This is an optimization exercise on Yosys and OpenROAD, whose aim is small area, a short achievable clock period and few clock cycles per item, not a production implementation.
At most, simulation tests tie the RTL to the original design; equivalence was not proved.

==> flow/design.v (excerpt) <==
module flow_hash (
    input  wire         clk,
    input  wire         rst,         
    input  wire         in_valid,
    output wire         in_ready,
    input  wire [1:0]   in_op,       
    input  wire [3:0]   in_len,      
    input  wire         in_frag,     
    input  wire [31:0]  in_seed,
    input  wire [511:0] in_words,    
    output wire         out_valid,
    input  wire         out_ready,
    output wire [31:0]  out_hash
);
    wire [31:0] w0 = in_words[31:0];
    wire [31:0] w1 = in_words[63:32];
    wire [31:0] w2 = in_words[95:64];
    wire [31:0] w3 = in_words[127:96];
    wire [31:0] w4 = in_words[159:128];
    wire [31:0] w5 = in_words[191:160];
    wire [31:0] w6 = in_words[223:192];
    wire [31:0] w7 = in_words[255:224];
    wire [31:0] w8 = in_words[287:256];
    wire [31:0] w9 = in_words[319:288];
    wire [31:0] w10 = in_words[351:320];
    wire [31:0] w11 = in_words[383:352];
    wire [31:0] w12 = in_words[415:384];
    wire [31:0] w13 = in_words[447:416];
    wire [31:0] w14 = in_words[479:448];
    wire [31:0] w15 = in_words[511:480];
    wire op_hash = (in_op == 2'd0);
    wire op_hsy4 = (in_op == 2'd1);
    wire op_hsy6 = in_op[1];
    wire [31:0] cm = in_op[0] ? w1 : w4;
    wire [31:0] pw = in_op[0] ? w2 : w8;
    wire tgt, teq, mgt, meq, pgt;
    wire [31:0] ct_g0 = w0 & ~cm;
    wire [31:0] ct_e0 = ~(w0 ^ cm);
    wire [15:0] ct_g1, ct_e1;
    assign ct_g1[0] = ct_g0[1] | (ct_e0[1] & ct_g0[0]);
    assign ct_e1[0] = ct_e0[1] & ct_e0[0];
    assign ct_g1[1] = ct_g0[3] | (ct_e0[3] & ct_g0[2]);
    assign ct_e1[1] = ct_e0[3] & ct_e0[2];
    assign ct_g1[2] = ct_g0[5] | (ct_e0[5] & ct_g0[4]);
    assign ct_e1[2] = ct_e0[5] & ct_e0[4];
  ...
Size in the first run: ~110 flip-flops, ~590 I/O pins.
Settings: LEC_CHECK=0, CAP_MARGIN=0, CORE_MARGIN=2, CORE_UTILIZATION=40, SETUP_SLACK_MARGIN=3.7, SLEW_MARGIN=0, TNS_END_PERCENT=100; clock period 8.0 ns.
standard.sh (not shown) runs the stock make flow with config.mk's settings and CLKGATE_MAP_FILE= SYNTH_SCRIPT=/design/flow/synth_recipe.tcl, a recipe that flattens the netlist after the stock synthesis.
==> flow/flow/run.sh <==
#!/bin/bash
# Own layout flow: the standard layout (standard.sh: ORFS synthesis to
# final layout, unchanged), except that the port buffers that global
# placement inserts on every input and output are the platform's smallest
# plain buffer (buf_1) instead of the clkdlybuf4s50_1 delay cell that
# buffer_ports picks by default.  Repair may still resize them.
set -euo pipefail
export BUFFER_PORTS_ARGS="-buffer_cell sky130_fd_sc_hd__buf_1"
bash standard.sh finish > standard_flow.log 2>&1
Testbench counts at the start, summed over its fixed seeds: cycles 9,624, items 9,600.
Rerun with:
Settings changed: CORE_UTILIZATION 40 to 45, SETUP_SLACK_MARGIN 3.7 to 3.5.
Effect:
- The changed run finished with timing, DRC and antenna clean
- clock skew drops by 0.0062 ns
- setup slack got worse by 0.099 ns
- register-to-register slack degrades by 0.10 ns
- via count rose by a few percent
Rerun with:
Settings changed: CELL_PAD_IN_SITES_DETAIL_PLACEMENT from default to 0, CELL_PAD_IN_SITES_GLOBAL_PLACEMENT from default to 0, CORE_UTILIZATION 45 to 40.
Effect:
- core utilization is lower by 6.3 points
- clock skew goes up by 0.0053 ns
- sequential share of layout area stays flat
- routed wire length shrinks by 2.8%
- flip-flop and latch count is unchanged
Rerun with:
Settings changed: CELL_PAD_IN_SITES_DETAIL_PLACEMENT 0 to default, CELL_PAD_IN_SITES_GLOBAL_PLACEMENT 0 to default, GPL_ROUTABILITY_DRIVEN from default to 0, SETUP_SLACK_MARGIN 3.5 to 3.3.
- count of clock-buffer cells in the layout does not change
- cell area is lower by 4.4%
- final cell count went down by 1.2%
- routed wire length shrinks by 4.2%
- worst hold slack barely changes
- worst setup slack gets worse by 0.29 ns
- area after synthesis is unchanged
- via count came out lower by 1.3%
- sequential share of layout area came out higher by 0.54 points
Rerun with:
Settings changed: GPL_ROUTABILITY_DRIVEN 0 to default, SETUP_SLACK_MARGIN 3.3 to 3.7, TNS_END_PERCENT 100 to 30.
After rerunning:
- The changed run finished with timing, DRC and antenna clean
- worst hold slack is worse by 0.0039 ns
- utilization grows by 3.0 points
- setup slack is better by 0.27 ns
- routed wire length grows by a little under a tenth
- final area grows by a few percent
- global-route usage grows by 3.5 points
- cell count grows slightly
- non-clock buffer count grows by 75
- clock-buffer cell count does not change
- via count grows slightly
- fmax grows by a few percent
Rerun with:
Settings changed: SETUP_SLACK_MARGIN 3.7 to 3.5, TNS_END_PERCENT 30 to 100.
Result:
- via count stays flat
- sequential cell count does not change
- core utilization falls by 0.78 points
- global-route usage falls by 1.9 points

* * *

## north
flow_hash, a different RTL version from the one above (not shown whole).
For scale: about 2600 cells after synthesis, ~66 flip-flops, about 590 I/O pins, ~23000 um2 of cells after synthesis.
==> flow/config.mk <==
export PLATFORM = sky130hd
export DESIGN_NAME = flow_hash
export DESIGN_NICKNAME = flow_hash
export VERILOG_FILES = /design/flow/design.v
export SDC_FILE = /design/flow/constraint.sdc
export NUM_CORES = 4
export LEC_CHECK = 0
export CAP_MARGIN = 20
export CORE_MARGIN = 2
export CORE_UTILIZATION = 40
export SETUP_SLACK_MARGIN = 4.4
export SLEW_MARGIN = 20
export TNS_END_PERCENT = 100
==> flow/constraint.sdc <==
create_clock -name core_clock -period 8.0 [get_ports {clk}]
set_input_delay 1.6000 -clock core_clock [delete_from_list [all_inputs] [get_ports {clk}]]
set_output_delay 1.6000 -clock core_clock [all_outputs]
set_load 0.01 [all_outputs]
run.sh (not shown) runs the stock make flow with config.mk's settings and CLKGATE_MAP_FILE= SYNTH_SCRIPT=/design/flow/synth_recipe.tcl, a recipe that flattens the netlist after the stock synthesis.
Stock flow here: none of the scripts above is used.
north | stages: all done | timing, DRC, antenna: all pass
diff inputs: north => south
==> flow/flow/run.sh (new file) <==
#!/bin/bash
# Own layout flow: the standard layout (standard.sh: ORFS synthesis to
# final layout, unchanged), except that the port buffers that global
# placement inserts on every input and output are the platform's smallest
# plain buffer (buf_1) instead of the clkdlybuf4s50_1 delay cell that
# buffer_ports picks by default.  Repair may still resize them.
set -euo pipefail
export BUFFER_PORTS_ARGS="-buffer_cell sky130_fd_sc_hd__buf_1"
bash standard.sh finish > standard_flow.log 2>&1
==> flow/standard.sh (new file) <==
#!/bin/bash
# synth_recipe.tcl (not shown) runs the flow's synth.tcl, then flattens the netlist and writes it again
# the make line also repeats each setting of config.mk as NAME=value (left out here)
make -C /OpenROAD-flow-scripts/flow DESIGN_CONFIG=/design/flow/config.mk WORK_HOME=/design/flow/orfs CLKGATE_MAP_FILE= SYNTH_SCRIPT=/design/flow/synth_recipe.tcl "${@:-finish}"
removed: flow/run.sh
==> comparison <==
- Delta (south minus north): non-clock buffer count in the final layout lower, share of the cycle needed by the critical path after routing higher, signed area change from the synthesized netlist to the final layout lower.
- Summary — time the final worst path needs with I/O delays and setup, south relative to north: higher, by 0.018 ns.
- The count of placed standard cells including taps on south is in line with that on north.
No functional check of the RTL was part of any run of this note.

* * *

flow_hash with an RTL version that a note above also has.
For scale: ~2,800 cells after synthesis, about 22,000 µm² of cells after synthesis.
clock: 8.0 ns
lec_check: 0
cap_margin: 0
core_margin: 2
core_utilization: 40
gpl_routability_driven: 0
setup_slack_margin: 3.6
slew_margin: 0
tns_end_percent: 100
standard.sh (not shown) runs the stock make flow with config.mk's settings and CLKGATE_MAP_FILE= SYNTH_SCRIPT=/design/flow/synth_recipe.tcl, a recipe that flattens the netlist after the stock synthesis.
==> flow/flow/run.sh <==
#!/bin/bash
# Own layout flow: the standard layout (standard.sh: ORFS synthesis to
# final layout, unchanged), except that the port buffers that global
# placement inserts on every input and output are the platform's smallest
# plain buffer (buf_1) instead of the clkdlybuf4s50_1 delay cell that
# buffer_ports picks by default.  Repair may still resize them.
set -euo pipefail
export BUFFER_PORTS_ARGS="-buffer_cell sky130_fd_sc_hd__buf_1"
bash standard.sh finish > standard_flow.log 2>&1
The first run finished with timing, DRC and antenna clean.
Testbench counts at the start, summed over its fixed seeds: cycles 9,624, items 9,600.
Edit:
--- a/flow/config.mk
+++ b/flow/config.mk
@@ -11,2 +11 @@
-export GPL_ROUTABILITY_DRIVEN = 0
-export SETUP_SLACK_MARGIN = 3.6
+export SETUP_SLACK_MARGIN = 3.3
Result: The new run finished with timing, DRC and antenna clean. Sequential share of layout area grows by 0.62 points. Maximum frequency shrinks slightly. Die area does not change. Design area shrinks by a few percent. Flip-flop and latch count is unchanged. Setup slack got worse by 0.054 ns. Routed wire length grows by a few percent. Cell count shrinks slightly.
Edit:
--- a/flow/config.mk
+++ b/flow/config.mk
@@ -10,2 +10,2 @@
-export CORE_UTILIZATION = 40
-export SETUP_SLACK_MARGIN = 3.3
+export CORE_UTILIZATION = 35
+export SETUP_SLACK_MARGIN = 3.5
Die area went up by 14%.
Sequential share of layout area fell by 0.57 points.
Final cell count climbs by 4.8%.
Clock skew hardly moves.
Routed wire length rises by 4.5%.
Count of clock-buffer cells in the layout stays the same.
Worst setup slack gets better by 0.18 ns.

* * *

== v11 ==
flow_hash again, from the RTL that the note above started with.
Settings: LEC_CHECK=0, CAP_MARGIN=0, CORE_MARGIN=2, CORE_UTILIZATION=40, SETUP_SLACK_MARGIN=3.4, SLEW_MARGIN=0, TNS_END_PERCENT=100; clock period 8.0 ns.
Scripts as last shown in full above: flow/flow/run.sh
Testbench counts of v11, summed over its fixed seeds: cycles 9,624, items 9,600.
For v23, these inputs were changed with respect to v11:
- TNS_END_PERCENT changed from 100 to 10
- SETUP_SLACK_MARGIN changed from 3.4 to 3.8
==> comparison <==
Delta (v23 minus v11): final worst setup slack climbed 0.10 ns, count of placed standard cells in the final layout, fillers left out increased by about 1% relative to the old numbers, wire length picked up an extra 2.6%, critical path depth in cells moved down.
In the reports for v11 and v23, the larger sequential share of layout area belongs to v11.
a2111oi_4 as the slowest cell on the critical path was reported by v11, and clkinv_1 by v23.
Final clock period utilization by the worst path: v23 lower than v11
Input changes introduced in v34 (baseline for comparison: v23):
- swapping 10 for 100 in TNS_END_PERCENT
- swapping 3.8 for 3.4 in SETUP_SLACK_MARGIN
- putting GPL_ROUTABILITY_DRIVEN at 0 where nothing was set
- Compared with v23, in v34 global-route wire length before repair lost 6.8%; smallest setup slack after layout lost 0.16 ns; met3 wire length lost about 9%.
- Sort v34 and v23 by sequential share of layout area asc -> top: v23
- v23 ended up with in_op[1] as its first element of the critical path; v34 ended up with in_words[241].
- Summary of the comparison: via count of the routed design is lower in v34, relative to v23.
Changes in v35 relative to v34:
- SETUP_SLACK_MARGIN now 3.5, was 3.4
Looking at met3 wire length across v34 and v35, the one that comes out lower is v35. | utilization of the core after routing | v34 vs v35 | ≈ equal |. Going from v34 to v35, placed wire-length estimate decreased about 1.1%, final area essentially unchanged. On worst setup slack after layout, the lower figure sits with v34, not v35. In the tables for v34 and v35, area growth from synthesis to final layout reads higher with v35. Between v35 and v34, it is v35 whose routed wire length is lower, by 2.0 mm. Non-clock buffer count (v35 over v34): decrease, about 1%.

## re-timing with driven ports
The flow's constraints put no driver on any port. The routed layouts listed below were extracted and timed again, unchanged, in two steps.
Step 1: set_driving_cell puts a clkbuf_16 on clk and a buf_2 on each other input, an assumption about the parent block.
Step 2 adds t to the input delays and takes it off the output delays; t is the mean of the earliest and latest rising clock arrival at the registers after step 1. Input paths then give back, and output paths get back, about the clock's delay inside the block.
a / b / c = ideal / step 1 / step 2; a / b = the first two.
| run | t, ns | slack for setup (ns) | hold slack, ns | clock arrival spread, ns | worst register clock-pin slew, ns |
|---|---|---|---|---|---|
| the first run of note 1 | 0.422 | 3.458 / 3.263 / 2.840 | 0.497 / 0.497 / 0.497 | 0.021 / 0.021 | 0.10 / 0.10 |
| the second run of note 1 | 0.421 | 3.359 / 3.190 / 2.768 | 0.498 / 0.498 / 0.498 | 0.016 / 0.015 | 0.08 / 0.08 |
| the third run of note 1 | 0.424 | 3.452 / 3.285 / 2.861 | 0.484 / 0.484 / 0.484 | 0.021 / 0.021 | 0.09 / 0.09 |
| the fourth run of note 1 | 0.407 | 3.158 / 3.173 / 2.765 | 0.485 / 0.485 / 0.485 | 0.023 / 0.023 | 0.10 / 0.10 |
| the fifth run of note 1 | 0.437 | 3.425 / 3.183 / 2.746 | 0.481 / 0.481 / 0.481 | 0.016 / 0.016 | 0.09 / 0.09 |
| the sixth run of note 1 | 0.424 | 3.452 / 3.285 / 2.861 | 0.484 / 0.484 / 0.484 | 0.021 / 0.021 | 0.09 / 0.09 |
| north | 0.394 | 3.066 / 2.968 / 2.574 | 0.479 / 0.479 / 0.479 | 0.006 / 0.005 | 0.06 / 0.06 |
| south | 0.386 | 3.048 / 3.039 / 2.653 | 0.473 / 0.473 / 0.473 | 0.014 / 0.013 | 0.06 / 0.06 |
| the first run of note 3 | 0.422 | 3.322 / 3.275 / 2.853 | 0.491 / 0.491 / 0.491 | 0.016 / 0.017 | 0.09 / 0.09 |
| the second run of note 3 | 0.416 | 3.268 / 3.171 / 2.755 | 0.476 / 0.476 / 0.476 | 0.021 / 0.020 | 0.10 / 0.10 |
| the third run of note 3 | 0.431 | 3.445 / 3.250 / 2.819 | 0.486 / 0.486 / 0.486 | 0.021 / 0.022 | 0.09 / 0.09 |
| v11 | 0.418 | 3.386 / 3.269 / 2.851 | 0.496 / 0.496 / 0.496 | 0.019 / 0.018 | 0.09 / 0.09 |
| v23 | 0.437 | 3.485 / 3.162 / 2.725 | 0.481 / 0.481 / 0.481 | 0.016 / 0.016 | 0.09 / 0.09 |
| v34 | 0.415 | 3.324 / 3.208 / 2.793 | 0.474 / 0.474 / 0.474 | 0.017 / 0.016 | 0.09 / 0.09 |
| v35 | 0.414 | 3.403 / 3.339 / 2.925 | 0.492 / 0.492 / 0.492 | 0.014 / 0.014 | 0.09 / 0.09 |
After both steps every run listed still meets setup and hold. For v23, which loses most, drivers alone change the setup slack by -0.323 ns; drivers and shift together by -0.760 ns.
